What follows belongs to an exercise in optimizing a design on an open flow for small area and a short achievable clock period; a production flow would make more cautious choices.
RTL that was checked went through simulation tests only; none was proved equivalent to the original.
No driver is modelled on the clock port, so clocking that relies on it looks cheaper here than on a real chip.

==> inputs of run Z <==
## ring_rx_check
module ring_rx_check (
    input  wire        clk,
    input  wire        rst,           
    input  wire        col_valid,     
    input  wire [39:0] col_code,      
    input  wire        los,           
    output reg         v_valid,       
    output reg  [3:0]  v_reason,      
    output reg  [9:0]  v_len,         
    output wire [95:0] v_hdr,         
    output reg  [15:0] cnt_good,
    output reg  [15:0] cnt_hcrc,
    output reg  [15:0] cnt_bad,
    output wire [63:0] cnt_cv         
);
    localparam [3:0] R_GOOD      = 4'd0;
    localparam [3:0] R_HCRC      = 4'd1;
    localparam [3:0] R_LL_BAD    = 4'd2;
    localparam [3:0] R_SHORT     = 4'd3;
    localparam [3:0] R_LONG      = 4'd4;
    localparam [3:0] R_UNALIGNED = 4'd5;
    localparam [3:0] R_TRAILER   = 4'd6;
    localparam [3:0] R_ENDBAD    = 4'd7;
    localparam [3:0] R_CONTROL   = 4'd8;
    localparam [3:0] R_LANEFAULT = 4'd9;
    localparam [7:0] K27_7 = 8'hFB;
  ...
export LEC_CHECK = 0
export CAP_MARGIN = 20
export CORE_MARGIN = 2
export CORE_UTILIZATION = 60
export SLEW_MARGIN = 20
export SYNTH_MEMORY_MAX_BITS = 16384
create_clock -name core_clock -period 11.0 [get_ports {clk}]
standard.sh (not shown) runs the stock make flow with config.mk's settings and CLKGATE_MAP_FILE= SYNTH_SCRIPT=/design/flow/synth_recipe.tcl, a recipe that flattens the netlist after the stock synthesis.
==> flow/flow/run.sh <==
#!/bin/bash
# The standard layout (standard.sh: the standard synthesis and ORFS steps,
# unchanged), with two settings changed for the make run:
#  - CTS_ARGS: ORFS's own clock_tree_synthesis arguments without the dummy
#    loads CTS adds to balance the tree.
# Every ORFS step writes its own log under orfs/logs; make's output goes to
# make.log here.
set -euo pipefail
bash standard.sh SETUP_SLACK_MARGIN=7.7 \
    "CTS_ARGS=-sink_clustering_enable -repair_clock_nets -dont_use_dummy_load -buf_list sky130_fd_sc_hd__clkbuf_8" \
    finish > make.log 2>&1
==> run G: changes against run Z <==
--- a/flow/design.v
+++ b/flow/design.v
@@ -426,14 +426,12 @@
             end
     end
     reg [1:0]  hpos;
     reg [31:0] crc32;
     reg [15:0] crc16;    
     reg [79:0] hdr;      
-    reg        long_cls;   
-    reg        ll_bad;     
     wire [31:0] crc32_next;
     crc32_x32 u_crc32 (.t(crc32 ^ d2), .o(crc32_next));
     wire [15:0] crc16_half, crc16_col;
     crc16_x16 u_crc16_half (.t(crc16 ^ {d2[7:0], d2[15:8]}), .o(crc16_half));
     crc16_x16 u_crc16_col  (.t(crc16_half ^ {d2[23:16], d2[31:24]}), .o(crc16_col));
     always @(posedge clk) begin
@@ -454,14 +452,12 @@
         if (v2 && start2)
             crc16 <= 16'hFFFF;
         if (v2 && !start2) begin
             if (hpos == 2'd0) begin
                 hdr[31:0] <= d2;
                 crc16     <= crc16_col;
-                long_cls  <= d2[7] ^ d2[6];
-                ll_bad    <= d2[23] && (d2[7:6] != 2'b11 || d2[14:8] != 7'h7F);
             end
             if (hpos == 2'd1) begin
                 hdr[63:32] <= d2;
                 crc16      <= crc16_col;
             end
             if (hpos == 2'd2) begin
@@ -476,13 +472,14 @@
     reg        in_frame;
     reg        skip;         
     reg [7:0]  ncol;         
     always @(posedge clk)
         if (v2)
             ncol <= start2 ? 8'd0 : ncol + 8'd1;
-    wire [7:0] lmax_col = long_cls ? 8'd132 : 8'd20;
+    wire [7:0] lmax_col = hdr[7] ^ hdr[6] ? 8'd132 : 8'd20;
+    wire       ll_bad   = hdr[23] && (hdr[7:6] != 2'b11 || hdr[14:8] != 7'h7F);
     wire       too_long = ncol == lmax_col && !(any_nd && first == 2'd0);
     wire       hdr_bad  = ncol == 8'd2 && (!hcrc_ok || ll_bad);
     reg [3:0]  reason;
     reg [9:0]  len;
     always @* begin
         len = {ncol, 2'b00};
==> flow/flow/run.sh (replaced) <==
#!/bin/bash
# The standard layout (standard.sh: the standard synthesis and ORFS steps,
# unchanged), with two settings changed for the make run:
#  - CTS_ARGS: ORFS's own clock_tree_synthesis arguments without the dummy
#    loads CTS adds to balance the tree.
# Every ORFS step writes its own log under orfs/logs; make's output goes to
# make.log here.
set -euo pipefail
bash standard.sh SETUP_SLACK_MARGIN=7.7 \
    "CTS_ARGS=-sink_clustering_enable -repair_clock_nets -dont_use_dummy_load -sink_clustering_size 20 -sink_clustering_max_diameter 50" \
    finish > make.log 2>&1
==> run E: changes against run Z <==
--- a/flow/design.v
+++ b/flow/design.v
@@ -362,39 +362,45 @@
     end
     assign cnt_cv = {cv_cnt[3], cv_cnt[2], cv_cnt[1], cv_cnt[0]};
     reg [4:0] col_no;
     reg [4:0] ts1 [0:3];
     reg [4:0] ts2 [0:3];
     reg [4:0] ts3 [0:3];
-    reg [1:0] live [0:3];
+    reg [3:0] in1, in2, in3;
+    reg [3:0] in1_now, in2_now, in3_now;     
     reg [3:0] lane_fault;
-    reg [1:0] live_now [0:3];     
     always @* begin
         for (i = 0; i < 4; i = i + 1) begin
-            live_now[i] = live[i];
-            if ((live[i] == 2'd1 && ts1[i] == col_no) ||
-                (live[i] == 2'd2 && ts2[i] == col_no) ||
-                (live[i] == 2'd3 && ts3[i] == col_no))
-                live_now[i] = live[i] - 2'd1;
-            lane_fault[i] = cv2[i] && live[i] == 2'd3 && ts3[i] != col_no;
+            in1_now[i]    = in1[i] && ts1[i] != col_no;
+            in2_now[i]    = in2[i] && ts2[i] != col_no;
+            in3_now[i]    = in3[i] && ts3[i] != col_no;
+            lane_fault[i] = cv2[i] && in3_now[i];
         end
     end
     always @(posedge clk) begin
         if (r2) begin
             col_no <= 5'd0;
-            for (i = 0; i < 4; i = i + 1)
-                live[i] <= 2'd0;
+            in1    <= 4'd0;
+            in2    <= 4'd0;
+            in3    <= 4'd0;
         end else if (v2) begin
             col_no <= col_no + 5'd1;
             for (i = 0; i < 4; i = i + 1)
-                if (lane_fault[i])
-                    live[i] <= 2'd0;
-                else if (cv2[i])
-                    live[i] <= live_now[i] + 2'd1;
-                else
-                    live[i] <= live_now[i];
+                if (lane_fault[i]) begin
+                    in1[i] <= 1'b0;
+                    in2[i] <= 1'b0;
+                    in3[i] <= 1'b0;
+                end else if (cv2[i]) begin
+                    in1[i] <= 1'b1;
+                    in2[i] <= in1_now[i];
+                    in3[i] <= in2_now[i];
+                end else begin
+                    in1[i] <= in1_now[i];
+                    in2[i] <= in2_now[i];
+                    in3[i] <= in3_now[i];
+                end
         end
         for (i = 0; i < 4; i = i + 1)
             if (v2 && cv2[i]) begin
                 ts1[i] <= col_no;
                 ts2[i] <= ts1[i];
                 ts3[i] <= ts2[i];
==> flow/flow/run.sh (replaced) <==
#!/bin/bash
# The standard layout (standard.sh: the standard synthesis and ORFS steps,
# unchanged), with two settings changed for the make run:
#  - CTS_ARGS: ORFS's own clock_tree_synthesis arguments without the dummy
#    loads CTS adds to balance the tree.
# Every ORFS step writes its own log under orfs/logs; make's output goes to
# make.log here.
set -euo pipefail
bash standard.sh SETUP_SLACK_MARGIN=7.7 \
    "CTS_ARGS=-sink_clustering_enable -repair_clock_nets -dont_use_dummy_load" \
    "BUFFER_PORTS_ARGS=-buffer_cell sky130_fd_sc_hd__buf_1" \
    RECOVER_POWER=100 \
    finish > make.log 2>&1
==> run P: changes against run Z <==
--- a/flow/design.v
+++ b/flow/design.v
@@ -362,39 +362,45 @@
     end
     assign cnt_cv = {cv_cnt[3], cv_cnt[2], cv_cnt[1], cv_cnt[0]};
     reg [4:0] col_no;
     reg [4:0] ts1 [0:3];
     reg [4:0] ts2 [0:3];
     reg [4:0] ts3 [0:3];
-    reg [1:0] live [0:3];
+    reg [3:0] in1, in2, in3;
+    reg [3:0] in1_now, in2_now, in3_now;     
     reg [3:0] lane_fault;
-    reg [1:0] live_now [0:3];     
     always @* begin
         for (i = 0; i < 4; i = i + 1) begin
-            live_now[i] = live[i];
-            if ((live[i] == 2'd1 && ts1[i] == col_no) ||
-                (live[i] == 2'd2 && ts2[i] == col_no) ||
-                (live[i] == 2'd3 && ts3[i] == col_no))
-                live_now[i] = live[i] - 2'd1;
-            lane_fault[i] = cv2[i] && live[i] == 2'd3 && ts3[i] != col_no;
+            in1_now[i]    = in1[i] && ts1[i] != col_no;
+            in2_now[i]    = in2[i] && ts2[i] != col_no;
+            in3_now[i]    = in3[i] && ts3[i] != col_no;
+            lane_fault[i] = cv2[i] && in3_now[i];
         end
     end
     always @(posedge clk) begin
         if (r2) begin
             col_no <= 5'd0;
-            for (i = 0; i < 4; i = i + 1)
-                live[i] <= 2'd0;
+            in1    <= 4'd0;
+            in2    <= 4'd0;
+            in3    <= 4'd0;
         end else if (v2) begin
             col_no <= col_no + 5'd1;
             for (i = 0; i < 4; i = i + 1)
-                if (lane_fault[i])
-                    live[i] <= 2'd0;
-                else if (cv2[i])
-                    live[i] <= live_now[i] + 2'd1;
-                else
-                    live[i] <= live_now[i];
+                if (lane_fault[i]) begin
+                    in1[i] <= 1'b0;
+                    in2[i] <= 1'b0;
+                    in3[i] <= 1'b0;
+                end else if (cv2[i]) begin
+                    in1[i] <= 1'b1;
+                    in2[i] <= in1_now[i];
+                    in3[i] <= in2_now[i];
+                end else begin
+                    in1[i] <= in1_now[i];
+                    in2[i] <= in2_now[i];
+                    in3[i] <= in3_now[i];
+                end
         end
         for (i = 0; i < 4; i = i + 1)
             if (v2 && cv2[i]) begin
                 ts1[i] <= col_no;
                 ts2[i] <= ts1[i];
                 ts3[i] <= ts2[i];
==> flow/flow/run.sh (replaced) <==
#!/bin/bash
# The standard layout (standard.sh: the standard synthesis and ORFS steps,
# unchanged), with three settings changed for the make run:
#  - CTS_ARGS: ORFS's own clock_tree_synthesis arguments, without the dummy
#    loads CTS adds to balance the tree;
#  - BUFFER_PORTS_ARGS: every input and output port still gets its buffer,
#    a buf_1 to start with (repair_timing sizes the output ones up).
# Every ORFS step writes its own log under orfs/logs; make's output goes to
# make.log here.
set -euo pipefail
bash standard.sh SETUP_SLACK_MARGIN=7.62 \
    "CTS_ARGS=-sink_clustering_enable -repair_clock_nets -dont_use_dummy_load" \
    "BUFFER_PORTS_ARGS=-buffer_cell sky130_fd_sc_hd__buf_1" \
    finish > make.log 2>&1
- CORE_UTILIZATION: 60 -> 40
==> comparison table <==
                                                                                               run E                      run G                      run Z                      run P
Crit-path slowest cell                                                     sky130_fd_sc_hd__clkbuf_1  sky130_fd_sc_hd__edfxtp_1  sky130_fd_sc_hd__edfxtp_1  sky130_fd_sc_hd__edfxtp_1
Number of nets in the layout                                                                    2730                       2740                       2852                       2666
Parity-gate share of the synthesized area counting xor and xnor cells                         0.2166                     0.2276                     0.2272                     0.2166
Length of routed wiring on met1                                                             26730 µm                   26190 µm                   26790 µm                   29100 µm
# Post-CTS Setup Buffers                                                                          50                         71                        125                          5
Final core area utilization                                                                   0.7028                     0.7174                     0.7460                     0.4669
Number of iterations in the first detailed-routing pass                                            6                          5                          6                          5
Number of sinks driven by the clock tree                                                         436                        430                        432                        436
Number of antenna violations at the first check in global routing                                  1                          1                          0                          2
Status                                                                    complete, but fails checks    complete, no violations    complete, no violations    complete, no violations
Layout check failures                                                  capacitance limit, slew limit                          -                          -                          -
Register share of the cell area                                                               0.3929                     0.3889                     0.3758                     0.3992
Worst clock skew on the final layout                                                      0.05498 ns                 0.04158 ns                 0.05497 ns                 0.09068 ns
Cell variety after synth                                                                          81                         80                         79                         81
Complex-gate fraction of the synthesized area                                                 0.1190                     0.1041                    0.09917                     0.1190
Function not checked in run Z: the RTL went through the layout flow alone.

## afterwards: timing with drivers on the ports
How much do the figures lean on ideal ports? The routed layouts below were timed once more, with nothing changed but the port constraints. Step 1 sets driving cells, clkbuf_16 on the clock port and buf_2 on the other inputs (assumed; they add their load-dependent delay and slew). Step 2 also shifts input and output timing later by t, the mid clock arrival at the registers, as if the neighbouring blocks saw the same clock. Three values: no drivers, after step 1, after step 2; two values: the first two.
| run | t (ns) | slack for setup (ns) | hold WS [ns] | worst slew at a driven data input, ns |
|---|---|---|---|---|
| run Z | 0.657 | 7.580 / 7.522 / 7.306 | 0.443 / 0.443 / 0.443 | 0.08 |
| run G | 0.602 | 7.607 / 7.548 / 7.315 | 0.453 / 0.453 / 0.453 | 0.08 |
| run E | 0.622 | 4.762 / 4.789 / 4.167 | 0.436 / 0.436 / 0.436 | 0.07 |
| run P | 0.619 | 7.595 / 7.539 / 7.131 | 0.435 / 0.435 / 0.435 | 0.05 |
For run E, which loses most, drivers alone change the setup slack by +0.027 ns; drivers and shift together by -0.595 ns.
